Context: an optimization exercise on an open-source flow, tuned for small area, a short achievable clock period and few clock cycles per item. The choices shown serve that exercise and are no tape-out recipe. In this exercise RTL edits were held to simulation tests only and were not proved equivalent to the original.

## loop_engine
module loop_engine (
    input  wire               clk,
    input  wire               rst,         
    input  wire               start,       
    input  wire               init,        
    input  wire               pbsafe,      
    input  wire               run,         
    input  wire               stopping,    
    input  wire               llen,
    input  wire               tren,
    input  wire               trexm,
    input  wire               trlohz,
    input  wire signed [11:0] code,        
    input  wire signed [17:0] isum,        
    input  wire        [15:0] rll,         
    input  wire        [9:0]  linband,
    input  wire        [5:0]  trhyst,
    input  wire        [9:0]  trmaxs,
    input  wire        [15:0] dtrhi,       
    input  wire        [15:0] dtrlo,
    input  wire        [15:0] dmax,
    input  wire        [15:0] dmin,
    input  wire        [15:0] dhwmax,
    input  wire        [15:0] kcl,         
    input  wire        [15:0] ilimt,
    input  wire        [15:0] ilim,        
    input  wire signed [23:0] b0,          
    input  wire signed [23:0] b1,
    input  wire signed [23:0] b2,
    input  wire signed [23:0] a1,          
    input  wire signed [23:0] a2,
    input  wire signed [23:0] a3,
    input  wire signed [23:0] ki,          
    input  wire        [3:0]  bsh,
    input  wire        [4:0]  ish,
    input  wire signed [15:0] imin,        
    input  wire signed [15:0] imax,
    output wire               ready,
    output reg                done,
    output wire        [19:0] word,        
    output reg         [1:0]  tag,
    output wire signed [15:0] eeff_o,
    output wire        [1:0]  trstate,
    output reg                clamphi,
    output reg                clamplo,
    output reg                windup,
    output wire               ilimact,
    output wire        [39:0] integ,       
    output wire        [31:0] yout,        
    output reg                evt_trf,
    output reg                evt_trtof,
    output reg                evt_windf,
    output reg                evt_ilimf,
    output reg                fault_ilim
);
export LEC_CHECK = 0
export CAP_MARGIN = 20
export CORE_MARGIN = 2
export CORE_UTILIZATION = 45
export SLEW_MARGIN = 20
create_clock -name core_clock -period 22.0 [get_ports {clk}]
standard.sh (not shown) runs the stock make flow with config.mk's settings and CLKGATE_MAP_FILE= SYNTH_SCRIPT=/design/flow/synth_recipe.tcl, a recipe that flattens the netlist after the stock synthesis.
==> flow/flow/run.sh <==
#!/bin/bash
# Standard layout (standard synthesis included), with repair_timing aiming for more
# setup slack than the clock period strictly needs, and plain buffers on the ports.
set -euo pipefail
bash standard.sh SETUP_SLACK_MARGIN=15.3 "BUFFER_PORTS_ARGS=-buffer_cell sky130_fd_sc_hd__buf_1" finish > run_make.log 2>&1
Testbench counts at the start, summed over its fixed seeds: cycles 231,970, samples 20,000.
Rerun with:
--- a/flow/design.v
+++ b/flow/design.v
@@ -74,13 +74,15 @@
     assign word    = d_prev;
     assign trstate = tr_q;
     assign ilimact = ilim_q;
     reg        busy;
     reg [3:0]  ph;
     reg        mode;                
-    assign ready = !busy;
+    reg        clr_q;               
+    reg        pb_q;                
+    assign ready = !busy && !clr_q;
     wire [3:0] pt = mode ? ph - 4'd2 : ph;
     reg signed [31:0] opx;
     reg        [11:0] zb_one, zb_two, zb_neg;    
     reg        [1:0]  sh;           
     reg        [55:0] pr;           
     reg        [1:0]  shp;          
@@ -103,13 +105,14 @@
     reg signed [17:0] isum_q;
     reg        [15:0] ilim_s;
     reg signed [15:0] imin_q, imax_q;
     reg        [3:0]  bsh_q;
     reg               ilim_cq;      
     reg        [4:0]  ish_q;
-    reg        [15:0] dmax_q, dmin_q, dhw_q, dtrhi_q, dtrlo_q;
+    reg        [15:0] dmax_q, dmin_q, dhw_q;
+    reg        [15:0] dtr_q;        
     assign eeff_o = eeff;
     wire [9:0]  lb    = (linband < 10'd16) ? 10'd16 : linband;
     wire signed [18:0] dsub_q = $signed({isum_q[17], isum_q}) - $signed({3'd0, ilim_s});    
     wire [32:0] bx1 = {opx[31], opx};
     wire [32:0] bx2 = {opx, 1'b0};
     localparam [55:0] BOOTH_C = -(56'h555555 << 32);
@@ -292,13 +295,13 @@
                                 {us_t[31:1], us_t[0] & ~us_tie};
     wire               ilim_c  = ilim_cq;                                    
     wire signed [39:0] clim    = acc[39:0];
     wire signed [39:0] dhw_v   = {10'd0, dhw_q, 14'd0};
     wire signed [39:0] dmax_v  = {10'd0, dmax_q, 14'd0};
     wire signed [39:0] dmin_v  = {10'd0, dmin_q, 14'd0};
-    wire        [15:0] dtr     = (tr_n == 2'd1) ? dtrhi_q : dtrlo_q;
+    wire        [15:0] dtr     = dtr_q;
     wire signed [39:0] dtr_v   = {10'd0, dtr, 14'd0};
     wire signed [39:0] u_v     = {{8{u[31]}}, u};
     wire               sel_cl  = ilim_c && (clim < dhw_v);                   
     wire signed [39:0] hwcl    = sel_cl ? clim : dhw_v;
     wire               h_lt_M  = hwcl < dmax_v;
     wire               m_lt_h  = dmin_v < hwcl;
@@ -361,14 +364,12 @@
         ilim_cq <= !dsub_q[18] && dsub_q != 19'sd0;
         ish_q   <= ish;
         imax_q  <= imax;
         dmax_q  <= dmax;
         dmin_q  <= dmin;
         dhw_q   <= dhwmax;
-        dtrhi_q <= dtrhi;
-        dtrlo_q <= dtrlo;
         if (busy && mode && ph == 4'd2) begin
             ll_neg <= isum[17];
             ll_sat <= pr[33:0] >= 34'd131076000;
             low5   <= pr[4:0];
             x7     <= pr[11:5];
         end
@@ -383,12 +384,13 @@
             tr_n     <= tr_c;
             entry_n  <= entry_c;
             forced_n <= forced_c;
             exit_n   <= exit_c;
             block_n  <= block_c;
             pre_q    <= exit_c && trexm;
+            dtr_q    <= (tr_c == 2'd1) ? dtrhi : dtrlo;
         end
         it     <= it_c;
         clip_n <= clip_c;
     end
     always @(posedge clk) begin
         done <= 1'b0;
@@ -407,32 +409,37 @@
             trn        <= 10'd0;
             block_q    <= 1'b0;
             clipped_q  <= 1'b0;
             nosink_q   <= 1'b0;
             ilimn      <= 16'd0;
             ilim_q     <= 1'b0;
+            clr_q      <= 1'b0;
+        end else if (clr_q) begin
+            clr_q     <= 1'b0;
+            i_q       <= 40'sd0;
+            e1        <= 16'sd0;
+            e2        <= 16'sd0;
+            y1        <= 32'sd0;
+            y2        <= 32'sd0;
+            y3        <= 32'sd0;
+            d_prev    <= 20'd0;
+            tr_q      <= 2'd0;
+            trn       <= 10'd0;
+            block_q   <= 1'b0;
+            clipped_q <= 1'b0;
+            nosink_q  <= pb_q;
+            ilimn     <= 16'd0;
+            ilim_q    <= 1'b0;
         end else if (!busy) begin
             if (start) begin
                 busy <= 1'b1;
                 mode <= llen;
                 ph   <= 4'd1;
             end else if (init) begin
-                i_q       <= 40'sd0;
-                e1        <= 16'sd0;
-                e2        <= 16'sd0;
-                y1        <= 32'sd0;
-                y2        <= 32'sd0;
-                y3        <= 32'sd0;
-                d_prev    <= 20'd0;
-                tr_q      <= 2'd0;
-                trn       <= 10'd0;
-                block_q   <= 1'b0;
-                clipped_q <= 1'b0;
-                nosink_q  <= pbsafe;
-                ilimn     <= 16'd0;
-                ilim_q    <= 1'b0;
+                clr_q <= 1'b1;
+                pb_q  <= pbsafe;
             end
         end else begin
             ph <= ph + 4'd1;
             if (do_tr) begin
                 e2 <= e1;
                 e1 <= ef_c;
Effect:
- The changed run finished clean
- setup slack gains 54 ps
- global-route usage went up by 1.5 points
- non-clock buffer count rises by 14
- cell area hardly moves
- synthesized area hardly moves
- die area hardly moves
Testbench counts after the change, summed over its fixed seeds: cycles 231,970, samples 20,000.

==> static timing again, ports no longer ideal <==
The results above use ideal ports. As a check the final layouts listed here were re-extracted and re-timed, cells and wires unchanged. Step 1, drivers: a clkbuf_16 drives clk and a buf_2 each remaining input, both assumed. Step 2 adds t to the input delays and takes it off the output delays; t is the mean of the earliest and latest rising clock arrival at the registers after step 1. Input paths then give back, and output paths get back, about the clock's delay inside the block. a / b / c = no drivers / after step 1 / after step 2; a / b = the first two.
run	t (ns)	slack for setup (ns)	latest minus earliest clock arrival (ns)	pins driven straight from the clock port
the first run	0.807	15.349 / 15.349 / 14.844	0.090 / 0.090	1
the second run	0.805	15.404 / 15.404 / 15.105	0.065 / 0.065	1
After both steps every run listed still meets setup and hold. For the first run, which loses most, drivers alone change the setup slack by 0.000 ns; drivers and shift together by -0.505 ns.
